From an optimization exercise on the open Yosys and OpenROAD flow, aimed at small area, a short achievable clock period and few clock cycles per item; shortcuts taken in it are not production practice.
RTL that was checked went through simulation tests only; none was proved equivalent to the original.

// xts_lane
module xts_lane (
  input  wire         clk,
  input  wire         rst,
  input  wire         cmd_valid,
  output wire         cmd_ready,
  input  wire [255:0] cmd_key1,    
  input  wire [255:0] cmd_key2,    
  input  wire [127:0] cmd_tweak,   
  input  wire [7:0]   cmd_nblk,    
  input  wire         in_valid,
  output wire         in_ready,
  input  wire [127:0] in_data,
  output wire         out_valid,
  input  wire         out_ready,
  output wire [127:0] out_data
);
Size: ~60,000 cells after synthesis, ~7,300 flip-flops, roughly 590,000 sq um of cells after synthesis.
Settings: LEC_CHECK=0, ABC_CLOCK_PERIOD_IN_PS=4000, CAP_MARGIN=20, CORE_MARGIN=2, CORE_UTILIZATION=50, PLACE_DENSITY=0.65, SETUP_SLACK_MARGIN=4.5, SLEW_MARGIN=20; clock period 8.5 ns.
standard.sh (not shown) runs the stock make flow with config.mk's settings and CLKGATE_MAP_FILE= SYNTH_SCRIPT=/design/flow/synth_recipe.tcl, a recipe that flattens the netlist after the stock synthesis.
==> flow/flow/run.sh <==
#!/bin/bash
# The standard layout (standard.sh), with two changes to how it is made:
# small plain buffers on the ports instead of the delay buffers buffer_ports
# picks by itself, and antenna repair after detailed routing as well.
set -e
export BUFFER_PORTS_ARGS="-buffer_cell sky130_fd_sc_hd__buf_2"
export MAX_REPAIR_ANTENNAS_ITER_DRT=5
bash standard.sh > standard.log 2>&1
Testbench counts at the start, summed over its fixed seeds: cycles 10,470, blocks 9,216.
Edit:
--- a/flow/design.v
+++ b/flow/design.v
@@ -342,17 +342,16 @@
     integer c;
     for (c = 0; c < 4; c = c + 1)
       mix_columns[32*c +: 32] = mix_column(s[32*c +: 32]);
   endfunction
   function automatic [127:0] mul_alpha(input [127:0] t);
     mul_alpha = {t[126:0], 1'b0} ^ (t[127] ? 128'h87 : 128'h0);
   endfunction
   localparam M_IDLE = 2'd0,    
-             M_TWLD = 2'd1,    
              M_TW   = 2'd2,    
              M_RUN  = 2'd3;    
   reg  [1:0]   mode;
   reg  [8:0]   blk_rem;     
   reg          first;       
   reg  [1:0]   cnt;         
   reg          ov;          
   reg          stall;       
@@ -362,23 +361,24 @@
   reg          wbusy;       
   reg  [4:0]   w;           
   reg  [14*128-1:0] a;      
   reg  [14*192-1:0] b;      
   reg  [14*128-1:0] rk;     
   reg  [127:0] k0;          
   reg  [127:0] kp, kn;      
   reg  [47:0]  km;          
+  reg  [127:0] kb;          
   reg  [127:0] tin, tout;   
   reg  [127:0] qo, qs;      
   assign cmd_ready = cr;
   assign in_ready  = ir;
   assign out_valid = ov;
   assign out_data  = qo;
-  wire         kev   = w[1];                           
+  wire         kev   = ~w[1];                          
   wire [31:0]  ksub  = {sbox_c(km[47:44], km[43:36]), sbox_c(km[35:32], km[31:24]),
                         sbox_c(km[23:20], km[19:12]), sbox_c(km[11:8], km[7:0])};
   wire [7:0]   rcon  = 8'd1 << w[4:2];
   wire [31:0]  kt    = kev ? ({ksub[7:0], ksub[31:8]} ^ {24'd0, rcon}) : ksub;
   wire [127:0] knew;
   assign knew[31:0]   = kp[31:0]   ^ kt;
   assign knew[63:32]  = kp[63:32]  ^ knew[31:0];
   assign knew[95:64]  = kp[95:64]  ^ knew[63:32];
@@ -386,32 +386,32 @@
   wire [127:0] sr14 = stage2_sr(b[13*192 +: 192]);
   wire [127:0] fin  = sr14 ^ rk[13*128 +: 128] ^ (tg[27] ? 128'd0 : tout);
   wire fin_any = v[27];
   wire fin_tw  = v[27] & tg[27];
   wire fin_d   = v[27] & ~tg[27];
   wire wr      = fin_d & ~stall;
   wire rd      = ov & out_ready;
   wire acc     = ir & in_valid;
-  wire twld    = (mode == M_TWLD) & ~stall;
-  wire ld      = ir | (mode == M_TWLD);
+  wire tsel    = (mode == M_IDLE) & ~wbusy;
+  wire twld    = tsel & cmd_valid & ~stall;
+  wire ld      = ir | tsel;
   wire wstart  = twld | (acc & first);    
   reg  [1:0] mode_n, cnt_n;
   reg  [8:0] br_n;
   reg  [27:0] v_n, tg_n;
   reg        stall_n, ir_n, cr_n;
   always @(*) begin
     mode_n = mode; br_n = blk_rem; v_n = v; tg_n = tg;
     cnt_n = cnt + {1'b0, wr} - {1'b0, rd};
     if (!stall) begin
       v_n  = {v[26:0], acc | twld};
       tg_n = {tg[26:0], twld};
       case (mode)
-        M_IDLE: if (cmd_valid && !wbusy) mode_n = M_TWLD;
-        M_TWLD: mode_n = M_TW;
+        M_IDLE: if (cmd_valid && !wbusy) mode_n = M_TW;
         M_TW:   if (fin_tw) begin
                   mode_n = M_RUN;
                   br_n   = {1'b0, cmd_nblk} + 9'd1;
                 end
         default: ;
       endcase
       if (acc) begin
         br_n = blk_rem - 9'd1;
@@ -445,36 +445,38 @@
   integer i;
   always @(posedge clk) begin
     if (!stall) begin
       for (i = 0; i < 14; i = i + 1)
         b[i*192 +: 192] <= stage1(a[i*128 +: 128]);
       for (i = 0; i < 13; i = i + 1)
         a[(i+1)*128 +: 128] <= mix_columns(stage2_sr(b[i*192 +: 192])) ^ rk[i*128 +: 128];
       if (ld)
-        a[127:0] <= ((mode == M_TWLD) ? cmd_tweak : in_data) ^
-                    ((mode == M_TWLD) ? cmd_key2[127:0] : (tin ^ k0));
+        a[127:0] <= (tsel ? cmd_tweak : in_data) ^
+                    (tsel ? cmd_key2[127:0] : (tin ^ k0));
     end
   end
   always @(posedge clk)
     if (!stall && wbusy) begin
       if (w == 5'd0)
         rk[127:0] <= kn;
       for (i = 1; i < 14; i = i + 1)
         if (w == 2*i)
-          rk[i*128 +: 128] <= knew;
+          rk[i*128 +: 128] <= kb;
     end
   always @(posedge clk) begin
     km <= {sbox_a(kn[127:120]), sbox_t(kn[127:120]), sbox_a(kn[119:112]), sbox_t(kn[119:112]),
            sbox_a(kn[111:104]), sbox_t(kn[111:104]), sbox_a(kn[103:96]), sbox_t(kn[103:96])};
     if (!stall) begin
-      if (twld)
+      if (tsel)
         {kn, kp} <= cmd_key2;
-      else if (wbusy && w != 5'd0 && !w[0])
+      else if (wbusy && w[0])
         {kp, kn} <= {kn, knew};
+      if (wbusy && w[0])
+        kb <= knew;
     end
     if (cr) begin
       {kn, kp} <= cmd_key1;
       k0 <= cmd_key1[127:0];
     end
     if (fin_tw)
       tin <= fin;
     else if (acc)
=>
- This time the run finished but failed the layout checks on antenna violations
- maximum frequency rose by 5.3%
- hold slack gets better by 0.025 ns
- design area fell by 1.1%
- worst setup slack gets better by 0.22 ns
- routed wire length fell by 1.8%
For the second run of this note, only the layout was checked, not whether the RTL still works.

before:
xts_lane, a different RTL version from the one above (not shown whole).
For scale: about 60000 cells after synthesis, roughly 7400 flip-flops, ~910 I/O pins, ~0.59 mm^2 of cells after synthesis.
Settings: LEC_CHECK=0, ABC_CLOCK_PERIOD_IN_PS=4000, CAP_MARGIN=20, CORE_MARGIN=2, CORE_UTILIZATION=60, CTS_CLUSTER_DIAMETER=100, CTS_CLUSTER_SIZE=20, PLACE_DENSITY=0.75, SETUP_SLACK_MARGIN=4.8, SLEW_MARGIN=20; clock period 8.5 ns.
==> flow/flow/run.sh <==
#!/bin/bash
# The standard layout (standard.sh), with two changes to how it is made:
# small plain buffers on the ports instead of the delay buffers buffer_ports
# picks by itself, and antenna repair after detailed routing as well.
set -e
export BUFFER_PORTS_ARGS="-buffer_cell sky130_fd_sc_hd__buf_2"
export MAX_REPAIR_ANTENNAS_ITER_DRT=15
bash standard.sh > standard.log 2>&1
Testbench counts of before, summed over its fixed seeds: cycles 10,398, blocks 9,216.
Input-level comparison between after and before:
--- a/flow/design.v
+++ b/flow/design.v
@@ -368,28 +368,28 @@
   wire [14*192-1:0] b;      
   wire [14*128-1:0] rk;     
   reg  [127:0] k0;          
   reg  [127:0] kp, kn;      
   reg  [47:0]  km;          
   reg  [127:0] kb;          
   reg  [127:0] tin, tout;   
   reg  [127:0] qo, qs;      
   assign cmd_ready = cr;
   assign in_ready  = ir;
   assign out_valid = ov;
   assign out_data  = qo;
-  wire         kev   = ~w[1];                          
+  reg          kev;                                  
   wire [31:0]  ksub  = {sbox_c(km[47:44], km[43:36]), sbox_c(km[35:32], km[31:24]),
                         sbox_c(km[23:20], km[19:12]), sbox_c(km[11:8], km[7:0])};
-  wire [7:0]   rcon  = 8'd1 << w[4:2];
+  reg  [7:0]   rcon;                                 
   wire [31:0]  kt    = kev ? ({ksub[7:0], ksub[31:8]} ^ {24'd0, rcon}) : ksub;
   wire [127:0] knew;
   assign knew[31:0]   = kp[31:0]   ^ kt;
   assign knew[63:32]  = kp[63:32]  ^ knew[31:0];
   assign knew[95:64]  = kp[95:64]  ^ knew[63:32];
   assign knew[127:96] = kp[127:96] ^ knew[95:64];
   wire [127:0] sr14 = stage2_sr(b[13*192 +: 192]);
   wire [127:0] fin  = sr14 ^ rk[13*128 +: 128] ^ (tg[27] ? 128'd0 : tout);
   wire fin_any = v[27];
   wire fin_tw  = v[27] & tg[27];
   wire fin_d   = v[27] & ~tg[27];
   wire wr      = fin_d & ~stall;
@@ -449,24 +449,26 @@
   always @(posedge clk) begin
     if (rst) begin
       mode <= M_IDLE; blk_rem <= 9'd0; first <= 1'b0; cnt <= 2'd0; ov <= 1'b0;
       stall <= 1'b0; ir <= 1'b0; cr <= 1'b0; v <= 28'd0; tg <= 28'd0;
       wbusy <= 1'b0; w <= 5'd0;
     end else begin
       mode <= mode_n; blk_rem <= br_n; cnt <= cnt_n; ov <= (cnt_n != 2'd0);
       stall <= stall_n; ir <= ir_n; cr <= cr_n; v <= v_n; tg <= tg_n;
       if (cr && cmd_valid) first <= 1'b1;
       else if (acc) first <= 1'b0;
       wbusy <= wbusy_n; w <= w_n;
     end
+    kev  <= ~w_n[1];
+    rcon <= 8'd1 << w_n[4:2];
     if (rst) begin
       e_ld <= 1'b1; e_tl <= 1'b1; e_adv <= 1'b0; e_rk <= 14'd0;
     end else begin
       e_ld  <= ~stall_n & (ir_n | tsel_n);
       e_tl  <= ~stall_n & tsel_n;
       e_adv <= ~stall_n & wbusy_n & w_n[0];
       e_rk  <= e_rk_n;
     end
   end
   genvar r;
   generate
     for (r = 0; r < 14; r = r + 1) begin : rnd
### Flow results
In summary, after completed successfully, with a layout that passed the timing, DRC and antenna checks.
after against before: clock sink total was more or less identical, final wirelength went up by 6.1%, period utilization went up by 1.1 points, sequential portion of the cell area went down by 0.78 points.
Compared to before, after has number of non-clock inverters about 4% higher.
Non-clock buffer count: higher on after
after — total track usage 1.7 points higher, before as reference
The RTL of after was laid out without a check of its function.

[afterwards: timing with drivers on the ports]
No port has a modelled driver above. Below, the same layouts with a new extraction and two added sets of constraints.
Step 1 (the two cells are an assumption about what drives the block):
set clk [get_ports {clk}]
set_driving_cell -lib_cell sky130_fd_sc_hd__clkbuf_16 $clk
set_driving_cell -lib_cell sky130_fd_sc_hd__buf_2 [delete_from_list [all_inputs] $clk]
Step 2 times the ports against the registers' clock, not the clock port: input delays grow and output delays shrink by t, the midpoint of the rising clock arrivals with the driver on.
Slacks: ideal / step 1 / step 2; pairs: ideal / step 1.
run	shift t [ns]	setup WS [ns]	hold WS [ns]	worst slew at a driven data input, ns	pins driven straight from the clock port
the first run of note 1	1.373	4.117 / 3.953 / 3.541	0.450 / 0.450 / 0.450	0.35	1
the second run of note 1	1.413	4.338 / 4.338 / 4.312	0.475 / 0.443 / 0.475	0.61	1
before	1.317	4.631 / 4.514 / 3.693	0.462 / 0.462 / 0.462	0.34	1
after	1.344	4.539 / 4.348 / 3.685	0.456 / 0.456 / 0.456	0.27	1
The setup slack of before, which loses most, moves by -0.117 ns with the drivers and by -0.938 ns with both steps.
